This is an optimization exercise on Yosys and OpenROAD, whose aim is small area, a short achievable clock period and few clock cycles, not a production implementation. Only simulation tests tie the RTL to the original design; equivalence was not proved.

==> inputs of v1 <==
// be_rank
module be_rank #(
    parameter N  = 32,
    parameter IW = 5                  
) (
    input  wire          clk,
    input  wire          rst,         
    input  wire [1:0]    cfg_mode,
    input  wire          cfg_sigma_neg,    
    input  wire [7:0]    cfg_wv,
    input  wire [7:0]    cfg_wh,
    input  wire [7:0]    cfg_wt,
    input  wire [7:0]    cfg_wl,
    input  wire [3:0]    cfg_shift,
    input  wire [15:0]   cfg_vrefc,
    input  wire [7:0]    cfg_tavgp,        
    input  wire          in_valid,
    output wire          in_ready,
    input  wire          in_last,
    input  wire [15:0]   in_vcap,
    input  wire [7:0]    in_temp,          
    input  wire [9:0]    in_life,
    input  wire          in_ins,           
    input  wire          in_obs,           
    output wire          out_valid,
    input  wire          out_ready,
    output wire          out_last,
    output wire          out_unranked,
    output wire [IW-1:0] out_rank,
    output wire [15:0]   out_score
);
export LEC_CHECK = 0
export ABC_AREA = 1
export CAP_MARGIN = 20
export CORE_MARGIN = 2
export CORE_UTILIZATION = 40
export CTS_CLUSTER_DIAMETER = 70
export CTS_CLUSTER_SIZE = 35
export SLEW_MARGIN = 20
create_clock -name core_clock -period 27.0 [get_ports {clk}]
standard.sh (not shown) runs the stock make flow with config.mk's settings and CLKGATE_MAP_FILE= SYNTH_SCRIPT=/design/flow/synth_recipe.tcl, a recipe that flattens the netlist after the stock synthesis.
==> flow/flow/run.sh <==
#!/bin/bash
# Standard layout, with the port buffers made from buf_2 cells.
set -euo pipefail
export BUFFER_PORTS_ARGS="-buffer_cell sky130_fd_sc_hd__buf_2"
bash standard.sh > standard.log 2>&1
==> v33 (differences from v1) <==
--- a/flow/design.v
+++ b/flow/design.v
@@ -871,22 +871,21 @@
     end
     wire [2:0] xcnt = {2'b0, xv_q[0]} + {2'b0, xv_q[1]} + {2'b0, xv_q[2]}
                       + {2'b0, xv_q[3]};
     wire [2:0] xc1  = xcnt + {2'b0, k_v} - {2'b0, ins};    
     wire [2:0] xk1  = xc1 + {2'b0, l_v};                    
     reg  [KW-1:0] rk [0:31];    
     reg  [4:0]    rr [0:31];    
-    reg  [31:0]   rc;           
     reg  [31:0]   rl;           
     wire [KW-1:0] xk    = x0[KW-1:0];
     wire          xlast = x0[KW];
-    wire [31:0]   lt;           
+    wire [30:0]   lt;           
     wire [KW-1:0] xs_n = ~{~xk[KW-1], xk[KW-2:0]};
     genvar g;
-    generate for (g = 0; g < 32; g = g + 1) begin : cmp
+    generate for (g = 0; g < 31; g = g + 1) begin : cmp
         wire [KW-1:0] ks = {~rk[g][KW-1], rk[g][KW-2:0]};
         wire [KW-1:0] gg = ks & xs_n;
         wire [KW-1:0] pp = ks | xs_n;
         wire G0 = gg[1] | (pp[1] & gg[0]);
         wire P0 = pp[1] & pp[0];
         wire G1 = gg[3] | (pp[3] & gg[2]);
         wire P1 = pp[3] & pp[2];
@@ -934,41 +933,45 @@
         wire P22 = P20 & P19;
         wire G23 = G12 | (P12 & G21);
         wire P23 = P12 & P21;
         wire G24 = G23 | (P23 & G22);
         wire P24 = P23 & P22;
         assign lt[g] = G24;
     end endgenerate
-    reg  [31:0]   inc_d;        
+    reg  [30:0]   inc_d;        
     reg           ins_d;
     reg  [4:0]    jc, jc_d;     
+    reg  [30:0]   jm;           
+    always @(*)
+        for (j = 0; j < 31; j = j + 1)
+            jm[j] = (j < jc);
     wire [5:0]    pc_cnt;
-    wire [31:0]   le_v = inc_d;
+    wire [30:0]   le_v = inc_d;
     wire pc_0 = le_v[0] ^ le_v[1] ^ le_v[2];
     wire pc_1 = (le_v[0] & le_v[1]) | (le_v[0] & le_v[2]) | (le_v[1] & le_v[2]);
-    wire pc_2 = le_v[3] ^ le_v[4] ^ le_v[5];
-    wire pc_3 = (le_v[3] & le_v[4]) | (le_v[3] & le_v[5]) | (le_v[4] & le_v[5]);
-    wire pc_4 = le_v[6] ^ le_v[7] ^ le_v[8];
-    wire pc_5 = (le_v[6] & le_v[7]) | (le_v[6] & le_v[8]) | (le_v[7] & le_v[8]);
-    wire pc_6 = le_v[9] ^ le_v[10] ^ le_v[11];
-    wire pc_7 = (le_v[9] & le_v[10]) | (le_v[9] & le_v[11]) | (le_v[10] & le_v[11]);
-    wire pc_8 = le_v[12] ^ le_v[13] ^ le_v[14];
-    wire pc_9 = (le_v[12] & le_v[13]) | (le_v[12] & le_v[14]) | (le_v[13] & le_v[14]);
-    wire pc_10 = le_v[15] ^ le_v[16] ^ le_v[17];
-    wire pc_11 = (le_v[15] & le_v[16]) | (le_v[15] & le_v[17]) | (le_v[16] & le_v[17]);
-    wire pc_12 = le_v[18] ^ le_v[19];
-    wire pc_13 = le_v[18] & le_v[19];
-    wire pc_14 = le_v[20] ^ le_v[21] ^ le_v[22];
-    wire pc_15 = (le_v[20] & le_v[21]) | (le_v[20] & le_v[22]) | (le_v[21] & le_v[22]);
-    wire pc_16 = le_v[23] ^ le_v[24] ^ le_v[25];
-    wire pc_17 = (le_v[23] & le_v[24]) | (le_v[23] & le_v[25]) | (le_v[24] & le_v[25]);
-    wire pc_18 = le_v[26] ^ le_v[27] ^ le_v[28];
-    wire pc_19 = (le_v[26] & le_v[27]) | (le_v[26] & le_v[28]) | (le_v[27] & le_v[28]);
-    wire pc_20 = le_v[29] ^ le_v[30] ^ le_v[31];
-    wire pc_21 = (le_v[29] & le_v[30]) | (le_v[29] & le_v[31]) | (le_v[30] & le_v[31]);
+    wire pc_2 = le_v[3] ^ le_v[4];
+    wire pc_3 = le_v[3] & le_v[4];
+    wire pc_4 = le_v[5] ^ le_v[6] ^ le_v[7];
+    wire pc_5 = (le_v[5] & le_v[6]) | (le_v[5] & le_v[7]) | (le_v[6] & le_v[7]);
+    wire pc_6 = le_v[8] ^ le_v[9] ^ le_v[10];
+    wire pc_7 = (le_v[8] & le_v[9]) | (le_v[8] & le_v[10]) | (le_v[9] & le_v[10]);
+    wire pc_8 = le_v[11] ^ le_v[12] ^ le_v[13];
+    wire pc_9 = (le_v[11] & le_v[12]) | (le_v[11] & le_v[13]) | (le_v[12] & le_v[13]);
+    wire pc_10 = le_v[14] ^ le_v[15] ^ le_v[16];
+    wire pc_11 = (le_v[14] & le_v[15]) | (le_v[14] & le_v[16]) | (le_v[15] & le_v[16]);
+    wire pc_12 = le_v[17] ^ le_v[18];
+    wire pc_13 = le_v[17] & le_v[18];
+    wire pc_14 = le_v[19] ^ le_v[20] ^ le_v[21];
+    wire pc_15 = (le_v[19] & le_v[20]) | (le_v[19] & le_v[21]) | (le_v[20] & le_v[21]);
+    wire pc_16 = le_v[22] ^ le_v[23] ^ le_v[24];
+    wire pc_17 = (le_v[22] & le_v[23]) | (le_v[22] & le_v[24]) | (le_v[23] & le_v[24]);
+    wire pc_18 = le_v[25] ^ le_v[26] ^ le_v[27];
+    wire pc_19 = (le_v[25] & le_v[26]) | (le_v[25] & le_v[27]) | (le_v[26] & le_v[27]);
+    wire pc_20 = le_v[28] ^ le_v[29] ^ le_v[30];
+    wire pc_21 = (le_v[28] & le_v[29]) | (le_v[28] & le_v[30]) | (le_v[29] & le_v[30]);
     wire pc_22 = pc_0 ^ pc_2 ^ pc_4;
     wire pc_23 = (pc_0 & pc_2) | (pc_0 & pc_4) | (pc_2 & pc_4);
     wire pc_24 = pc_1 ^ pc_3 ^ pc_5;
     wire pc_25 = (pc_1 & pc_3) | (pc_1 & pc_5) | (pc_3 & pc_5);
     wire pc_26 = pc_7 ^ pc_9;
     wire pc_27 = pc_7 & pc_9;
     wire pc_28 = pc_6 ^ pc_8 ^ pc_10;
@@ -1039,46 +1042,41 @@
     assign pc_cnt = {pc_92, pc_91, pc_90, pc_89, pc_88, pc_68};
     wire [4:0]    le_cnt = jc_d - pc_cnt[4:0];
     reg  [4:0] e31;             
     reg  [4:0] hp, tp;          
     reg  [5:0] n;               
     reg        o_valid;         
     reg        sk_v;            
-    wire       out_go  = (n != 6'd0) & (e31 == hp) & ~rc[31] & o_valid & ~sk_v;
+    wire       out_go  = (n != 6'd0) & (e31 == hp) & (n != {1'b0, jc}) & o_valid & ~sk_v;
     wire [5:0] n1      = n - {5'd0, out_go};
     assign     ins     = xv_q[0] & ~n1[5] & ((n1 == 6'd0) | (e31 == tp + 5'd1));
-    wire       clr     = ins & xlast;
     wire [4:0] rank31  = rr[31] + {4'd0, inc_d[30]};
     always @(posedge clk) begin
         jc_d  <= jc;
         if (rst_q)
             jc <= 5'd0;
         else if (ins)
             jc <= xlast ? 5'd0 : jc + 5'd1;
-        inc_d <= {32{ins}} & rc & lt;
+        inc_d <= {31{ins}} & jm & lt;
         ins_d <= ins;
         for (j = 0; j < 31; j = j + 1) begin
             rk[j+1] <= rk[j];
             rl[j+1] <= rl[j];
         end
         for (j = 1; j < 31; j = j + 1)
             rr[j+1] <= rr[j] + {4'd0, inc_d[j-1]};
-        rr[1] <= ins_d ? le_cnt[4:0] : rr[0] + {4'd0, inc_d[31]};
+        rr[1] <= ins_d ? le_cnt[4:0] : rr[0];
         rr[0] <= rank31;
         if (ins) begin
             rk[0] <= xk;
             rl[0] <= xlast;
         end else begin
             rk[0] <= rk[31];
             rl[0] <= rl[31];
         end
-        if (rst_q)
-            rc <= 32'd0;
-        else
-            rc <= {rc[30:0] & ~{31{clr}}, ins ? ~xlast : rc[31]};
     end
     always @(posedge clk) begin
         e31 <= e31 + 5'd1;
         if (rst_q) begin
             n <= 6'd0;
         end else begin
             n  <= n1 + {5'd0, ins};
CORE_UTILIZATION = 65   (was 40)
CTS_CLUSTER_DIAMETER = 60   (was 70)
CTS_CLUSTER_SIZE = 30   (was 35)
==> notes <==
- Routed wire length: v33 is larger than v1 (about 1%).
- Of v33 and v1, v33 has the higher via count (gap 0.86%, measured against v1).
- Critical path depth is the same in v33 and v1.
- Of v1 and v33, v1 has the higher design area (gap about 2.4%, measured against v33).
- Between v33 and v1, the lower sequential share of layout area is in v1 (gap 0.16 points).
- Against v1, the synthesized cell count of v33 is smaller by about 1.9%.
- In v1 the core utilization is lower than in v33, by 27 points.
- Between v33 and v1, the lower first-iteration DRC count is in v1 (gap 21%, measured against v1).
==> figures <==
Result of the run: v1 finished clean; v33 finished clean
Simple-gate share of the synthesized area: v1 17.1%; v33 17.4%
Non-CTS buffers: v1 180; v33 183
Clock transition at the register clock pins on the worst setup and hold paths after CTS: v1 0.10 ns; v33 0.08 ns
Die Height: v1 414 microns; v33 323 microns
Global-route met2 utilization: v1 33.1%; v33 55.7%
Final routed wirelength across all metal layers: v1 164000 microns; v33 166000 microns
Actual transition at the worst max-transition pin: v1 1.09 ns; v33 1.06 ns
Clock network latency to the later pin of the worst-skew pair: v1 0.76 ns; v33 0.74 ns
Routing usage on met1: v1 23.6%; v33 39.1%
Placeable core region: v1 0.167 sq mm; v33 0.101 sq mm
Site Rows: v1 150; v33 117
Vias in the first global route: v1 48700; v33 48100
Portion of the layout cell area used by clock cells: v1 5.10%; v33 5.67%
Number of search-and-repair iterations in the first detailed-routing pass: v1 5; v33 6
Wire length of the first global-routing pass: v1 261000 microns; v33 260000 microns
Testbench counts of v1, summed over its fixed seeds: cycles 12,576.
Testbench counts of v33, summed over its fixed seeds: cycles 12,576.

* * *

==> 03-04 <==
Another version of the RTL of be_rank (not shown whole).
// be_rank
module be_rank #(
    parameter N  = 32,
    parameter IW = 5                  
) (
    input  wire          clk,
    input  wire          rst,         
    input  wire [1:0]    cfg_mode,
    input  wire          cfg_sigma_neg,    
    input  wire [7:0]    cfg_wv,
    input  wire [7:0]    cfg_wh,
    input  wire [7:0]    cfg_wt,
    input  wire [7:0]    cfg_wl,
    input  wire [3:0]    cfg_shift,
    input  wire [15:0]   cfg_vrefc,
    input  wire [7:0]    cfg_tavgp,        
    input  wire          in_valid,
    output wire          in_ready,
    input  wire          in_last,
    input  wire [15:0]   in_vcap,
    input  wire [7:0]    in_temp,          
    input  wire [9:0]    in_life,
    input  wire          in_ins,           
    input  wire          in_obs,           
    output wire          out_valid,
    input  wire          out_ready,
    output wire          out_last,
    output wire          out_unranked,
    output wire [IW-1:0] out_rank,
    output wire [15:0]   out_score
);
export LEC_CHECK = 0
export CAP_MARGIN = 20
export CORE_MARGIN = 2
export CORE_UTILIZATION = 65
export CTS_CLUSTER_DIAMETER = 60
export CTS_CLUSTER_SIZE = 30
export SLEW_MARGIN = 20
create_clock -name core_clock -period 27.0 [get_ports {clk}]
==> flow/flow/run.sh <==
#!/bin/bash
# Standard layout, with the port buffers made from buf_2 cells and clock
# tree synthesis without dummy loads.
set -euo pipefail
export BUFFER_PORTS_ARGS="-buffer_cell sky130_fd_sc_hd__buf_2"
export CTS_ARGS="-sink_clustering_enable -repair_clock_nets -sink_clustering_size 25 -sink_clustering_max_diameter 150 -dont_use_dummy_load"
bash standard.sh > standard.log 2>&1
==> 04-25: changes against 03-04 <==
--- a/flow/design.v
+++ b/flow/design.v
@@ -1092,13 +1092,14 @@
     reg  [3:0]    acc_shift;
     reg           acc_full;
     reg           run;
     reg  [7:0]    bsel;         
     reg  [KW-1:0] o_off;
     reg  [3:0]    o_shift;
-    reg        selv, selt;    
+    wire       selv = |(j_wv & bsel);
+    wire       selt = |(j_wt & bsel);
     wire [KW-1:0] of_a = {acc_off[KW-2:0], 1'b0};
     wire [KW-1:0] of_b = selv ? {{10{s}}, j_vrefc} : {KW{1'b0}};
     wire [KW-1:0] of_c = selt ? {{(KW-8){j_tavgp[7]}}, j_tavgp} : {KW{1'b0}};
     wire          of_i = selv & s;
     wire [KW-1:0] off_step;
     wire of_0 = of_a[0] ^ of_b[0];
@@ -1405,23 +1406,19 @@
             acc_full <= 1'b0;
             o_valid  <= 1'b0;
         end else begin
             if (run) begin
                 acc_off <= off_step;
                 bsel    <= {1'b0, bsel[7:1]};
-                selv    <= |(j_wv & {1'b0, bsel[7:1]});
-                selt    <= |(j_wt & {1'b0, bsel[7:1]});
                 if (bsel[0]) begin
                     run      <= 1'b0;
                     acc_full <= 1'b1;
                 end
             end else if (jbusy & ~acc_full) begin
                 run       <= 1'b1;
                 bsel      <= 8'h80;
-                selv      <= j_wv[7];
-                selt      <= j_wt[7];
                 acc_off   <= {KW{1'b0}};
                 acc_shift <= j_shift;
             end
             if (last_out | ~o_valid) begin
                 o_valid <= acc_full;
                 if (acc_full) begin
==> flow/flow/run.sh (replaced) <==
#!/bin/bash
# Standard layout, with the port buffers made from buf_2 cells and clock
# tree synthesis without dummy loads.
set -euo pipefail
export BUFFER_PORTS_ARGS="-buffer_cell sky130_fd_sc_hd__buf_2"
export CTS_ARGS="-sink_clustering_enable -repair_clock_nets -sink_clustering_size 30 -sink_clustering_max_diameter 60 -dont_use_dummy_load"
bash standard.sh > standard.log 2>&1
==> 09-15: changes against 03-04 <==
- CORE_UTILIZATION: 65 -> 80
==> 01-13: changes against 03-04 <==
- CORE_UTILIZATION: 65 -> 75
- PLACE_DENSITY: unset -> 0.85
==> results.txt <==
metric                                                             09-15       03-04       04-25       01-13
Status                                  no timing/DRC/antenna violations  no timing/DRC/antenna violations  no timing/DRC/antenna violations  no timing/DRC/antenna violations
Clock buf/inv share                                                2.48%       2.46%       3.81%       2.47%
Tcrit/Tclk final                                                   24.4%       24.4%       24.6%       24.3%
Synthesized instance count                                          5909        5909        5674        5909
Combined global-route utilization of all metal layers              38.2%       29.9%       30.0%       34.5%
Xor/xnor cell area share of the yosys netlist                      3.01%       3.01%       3.14%       3.01%
Worst Slack Setup Final                                         20400 ps    20400 ps    20360 ps    20440 ps
Sequential share of cell area                                      46.9%       46.7%       46.4%       46.8%
Distinct cell type count of the synthesized netlist                   83          83          93          83
Mean cell area of the mapped netlist                            10.9 um2    10.9 um2    11.2 um2    10.9 um2
Final worst clock skew                                           69.0 ps     75.5 ps     93.1 ps     68.1 ps
Share of synthesized area occupied by flip-flops and latches       49.3%       49.3%       49.7%       49.3%
Share of cells above drive strength 1                              6.12%       6.16%       7.71%       6.13%
Fraction of standard cell area in multi-input logic                43.8%       43.6%       42.6%       43.7%
Routed wire length per instance                                  22.6 um     20.9 um     21.3 um     21.5 um
Detailed-placement wirelength estimate                            116 mm      112 mm      111 mm      113 mm
Tapcells                                                            1060        1287        1276        1144
Netlist area before placement                                 0.0645 mm2  0.0645 mm2  0.0638 mm2  0.0645 mm2
Testbench counts of 03-04, summed over its fixed seeds: cycles 12,576.
Testbench counts of 04-25, summed over its fixed seeds: cycles 12,576.
Testbench counts of 09-15, summed over its fixed seeds: cycles 12,576.
Testbench counts of 01-13, summed over its fixed seeds: cycles 12,576.

[re-timing with driven ports]
Ports are ideal in the flow. The routed layouts listed here were re-timed in OpenROAD. Step 1 assumes that a clkbuf_16 drives the clock port and a buf_2 every other input. Step 2 also shifts input and output timing later by t, the mid clock arrival at the registers, as if the neighbouring blocks saw the same clock. Slacks: ideal / step 1 / step 2; pairs: ideal / step 1.
run	shift t [ns]	setup slack, ns	latest minus earliest clock arrival (ns)
v1	0.811	20.315 / 20.234 / 20.277	0.053 / 0.053
v33	0.794	20.245 / 20.171 / 20.382	0.041 / 0.042
03-04	0.711	20.404 / 20.325 / 20.415	0.080 / 0.080
04-25	0.746	20.356 / 20.283 / 20.389	0.118 / 0.118
09-15	0.707	20.401 / 20.327 / 20.392	0.071 / 0.071
01-13	0.700	20.436 / 20.364 / 20.447	0.072 / 0.073
After both steps setup and hold are still met in every run listed. For v1, which loses most, drivers alone change the setup slack by -0.081 ns; drivers and shift together by -0.038 ns.
